What follows belongs to an exercise in optimizing a design on an open flow for small area and a short achievable clock period; a production flow would make more cautious choices.
Only simulation tests tie the RTL to the original design; equivalence was not proved.
Power is estimated from default activity; no workload was simulated.

==> flow/design.v <==
module bsm_casement_syn (
    input  wire [288:0] word,
    output wire [15:0]  st,      
    output wire [15:0]  sm,      
    output wire         ss,      
    output wire [2:0]   cls,     
    output wire         fix,     
    output wire         ce,      
    output wire         ue,      
    output wire         poison   
);
    wire [255:0] d = word[255:0];
    wire [15:0]  tb = word[271:256];
    wire [15:0]  mb = word[287:272];
    wire         sb = word[288];
    reg [15:0] t;
    reg [15:0] m;
    integer    r, c;
    always @* begin
        for (r = 0; r < 16; r = r + 1)
            t[r] = ^d[16*r +: 16];
        for (c = 0; c < 16; c = c + 1) begin
            m[c] = 1'b0;
            for (r = 0; r < 16; r = r + 1)
                m[c] = m[c] ^ d[16*r + c];
        end
    end
    assign st = t ^ tb;
    assign sm = m ^ mb;
    assign ss = (^t) ^ sb;
    wire q = (^tb) ^ sb;
    wire zt, ot, zm, om;
    bsm_onehot16 u_t (.x(st), .z(zt), .o(ot));
    bsm_onehot16 u_m (.x(sm), .z(zm), .o(om));
    wire psn       = ~(|d) & (&tb) & (&mb) & sb;
    wire no_error  = zt & zm & ~q;
    wire data_err  = ot & om & ~q;
    wire check_err = (ot & zm & q) | (zt & om & ~q) | (zt & zm & q);
    wire unc       = ~(psn | no_error | data_err | check_err);
    assign cls    = {psn, psn | check_err | unc, data_err | unc};
    assign fix    = data_err;
    assign ce     = data_err | check_err;
    assign ue     = unc;
    assign poison = psn | unc;
endmodule
module bsm_onehot16 (
    input  wire [15:0] x,
    output wire        z,
    output wire        o
);
    wire [3:0] z4, o4;
    genvar g;
    generate
        for (g = 0; g < 4; g = g + 1) begin : grp
            wire a = x[4*g], b = x[4*g+1], c = x[4*g+2], e = x[4*g+3];
            assign z4[g] = ~(a | b | c | e);
            assign o4[g] = ((a ^ b) & ~(c | e)) | ((c ^ e) & ~(a | b));
        end
    endgenerate
    assign z = &z4;
    assign o = (o4[0] & z4[1] & z4[2] & z4[3]) |
               (z4[0] & o4[1] & z4[2] & z4[3]) |
               (z4[0] & z4[1] & o4[2] & z4[3]) |
               (z4[0] & z4[1] & z4[2] & o4[3]);
endmodule
module bsm_casement_fix (
    input  wire [255:0] d,
    input  wire [15:0]  st,
    input  wire [15:0]  sm,
    input  wire         fix,
    output wire [255:0] data
);
    wire [15:0] er = st & {16{fix}};
    genvar k;
    generate
        for (k = 0; k < 256; k = k + 1) begin : flip
            assign data[k] = d[k] ^ (er[k >> 4] & sm[k & 15]);
        end
    endgenerate
endmodule
module bsm_burst_check (
    input  wire         clk,
    input  wire         rst,           
    input  wire         in_valid,
    input  wire [639:0] in_burst,      
    input  wire [47:0]  in_addr,       
    input  wire [13:0]  in_gen,        
    output reg          out_valid,
    output wire [511:0] out_data,      
    output reg  [2:0]   out_cls0,      
    output reg  [2:0]   out_cls1,      
    output reg  [31:0]  out_synd0,     
    output reg  [31:0]  out_synd1,     
    output reg  [1:0]   out_ss,        
    output reg  [1:0]   out_poison,    
    output reg          out_addr_mis,  
    output reg          out_gen_mis,   
    output reg          out_wb,        
    output wire [15:0]  ce_cnt,        
    output wire [15:0]  ue_cnt         
);
    wire [15:0] st0, sm0, st1, sm1;
    wire        ss0, ss1, fix0, fix1;
    wire [2:0]  cls0, cls1;
    wire        ce0, ue0, p0, ce1, ue1, p1;
    bsm_casement_syn u_syn0 (
        .word (in_burst[288:0]),
        .st (st0), .sm (sm0), .ss (ss0), .cls (cls0), .fix (fix0),
        .ce (ce0), .ue (ue0), .poison (p0)
    );
    bsm_casement_syn u_syn1 (
        .word (in_burst[577:289]),
        .st (st1), .sm (sm1), .ss (ss1), .cls (cls1), .fix (fix1),
        .ce (ce1), .ue (ue1), .poison (p1)
    );
    wire addr_mis  = (in_burst[625:578] != in_addr);
    wire gen_mis   = (in_burst[639:626] != in_gen);
    wire lintel_ok = ~addr_mis & ~gen_mis;
    wire cnt = in_valid & lintel_ok;
    reg [255:0] r_d0, r_d1;
    reg         r_fix0, r_fix1;
    reg [1:0]   r_ce_inc, r_ue_inc;
    reg [15:0]  r_ce, r_ue;        
    always @(posedge clk) begin
        if (rst) begin
            out_valid <= 1'b0;
            r_ce_inc  <= 2'd0;
            r_ue_inc  <= 2'd0;
            r_ce      <= 16'd0;
            r_ue      <= 16'd0;
        end else begin
            out_valid <= in_valid;
            r_ce_inc  <= {cnt & ce0 & ce1, cnt & (ce0 ^ ce1)};
            r_ue_inc  <= {cnt & ue0 & ue1, cnt & (ue0 ^ ue1)};
            r_ce      <= ce_cnt;
            r_ue      <= ue_cnt;
        end
        r_d0         <= in_burst[255:0];
        r_d1         <= in_burst[544:289];
        r_fix0       <= fix0;
        r_fix1       <= fix1;
        out_cls0     <= cls0;
        out_cls1     <= cls1;
        out_synd0    <= {sm0, st0};
        out_synd1    <= {sm1, st1};
        out_ss       <= {ss1, ss0};
        out_poison   <= {p1, p0};
        out_addr_mis <= addr_mis;
        out_gen_mis  <= gen_mis;
        out_wb       <= lintel_ok & (ce0 | ce1);
    end
    wire [255:0] data0, data1;
    bsm_casement_fix u_fix0 (
        .d (r_d0), .st (out_synd0[15:0]), .sm (out_synd0[31:16]),
        .fix (r_fix0), .data (data0)
    );
    bsm_casement_fix u_fix1 (
        .d (r_d1), .st (out_synd1[15:0]), .sm (out_synd1[31:16]),
        .fix (r_fix1), .data (data1)
    );
    assign out_data = {data1, data0};
    wire [15:0] ce_p1 = (&r_ce)       ? 16'hFFFF : r_ce + 16'd1;
    wire [15:0] ce_p2 = (&r_ce[15:1]) ? 16'hFFFF : r_ce + 16'd2;
    wire [15:0] ue_p1 = (&r_ue)       ? 16'hFFFF : r_ue + 16'd1;
    wire [15:0] ue_p2 = (&r_ue[15:1]) ? 16'hFFFF : r_ue + 16'd2;
    assign ce_cnt = r_ce_inc[1] ? ce_p2 : r_ce_inc[0] ? ce_p1 : r_ce;
    assign ue_cnt = r_ue_inc[1] ? ue_p2 : r_ue_inc[0] ? ue_p1 : r_ue;
endmodule
Settings: LEC_CHECK=0, ABC_CLOCK_PERIOD_IN_PS=2000, CAP_MARGIN=20, CORE_AREA=45 45 335 335, DIE_AREA=0 0 380 380, SLEW_MARGIN=20; clock period 10.0 ns.
standard.sh (not shown) runs the stock make flow with config.mk's settings and CLKGATE_MAP_FILE= SYNTH_SCRIPT=/design/flow/synth_recipe.tcl, a recipe that flattens the netlist after the stock synthesis.
==> flow/flow/run.sh <==
#!/bin/bash
# The standard layout, with two changes to how it is made:
#  - port buffers are buf_1 cells (the smallest buffer) instead of the
#    resizer's default pick; repair may still size them up;
#  - from clock-tree synthesis on, timing repair aims at a setup slack of
#    SETUP_MARGIN ns at the design's clock period, so the layout is
#    optimised for a shorter achieved period. The clock period and the
#    constraints are unchanged.
# Each make run's full output goes to its own log here; ORFS's per-step
# logs are under orfs/logs.
set -euo pipefail
SETUP_MARGIN=6.2
export BUFFER_PORTS_ARGS="-buffer_cell sky130_fd_sc_hd__buf_1"
bash standard.sh "BUFFER_PORTS_ARGS=$BUFFER_PORTS_ARGS" synth floorplan place \
    > make_synth_place.log 2>&1
bash standard.sh "BUFFER_PORTS_ARGS=$BUFFER_PORTS_ARGS" \
    SETUP_SLACK_MARGIN=$SETUP_MARGIN finish > make_cts_finish.log 2>&1
The starting point went through all stages and came out clean.
Edit:
--- a/flow/flow/run.sh
+++ b/flow/flow/run.sh
@@ -12 +12 @@
-SETUP_MARGIN=6.2
+SETUP_MARGIN=0
ABC_CLOCK_PERIOD_IN_PS = not set   (was 2000)
The changed run ran to the end with no violations.
Final area fell by 33%.
Via count fell by 16%.
Power fell by 21%.
Die area does not change.
Setup slack is worse by 0.83 ns.
Cell count fell by about 7%.
Utilization fell by 26 points.

-- separate check: timing with driven ports --
Ports are ideal in the flow. The routed layouts listed here were re-timed in OpenROAD. Step 1, drivers: a clkbuf_16 drives clk and a buf_2 each remaining input, both assumed. Step 2 times the ports against the registers' clock, not the clock port: input delays grow and output delays shrink by t, the midpoint of the rising clock arrivals with the driver on. a / b / c = ideal / step 1 / step 2; a / b = the first two.
| run | shift t [ns] | setup WS [ns] | clock arrival spread, ns | pins driven straight from the clock port |
|---|---|---|---|---|
| the first run | 0.721 | 5.223 / 5.140 / 4.582 | 0.040 / 0.040 | 1 |
| the second run | 0.699 | 4.394 / 4.314 / 4.018 | 0.029 / 0.030 | 1 |
After both steps every run listed still meets setup and hold. For the first run, which loses most, drivers alone change the setup slack by -0.083 ns; drivers and shift together by -0.641 ns.
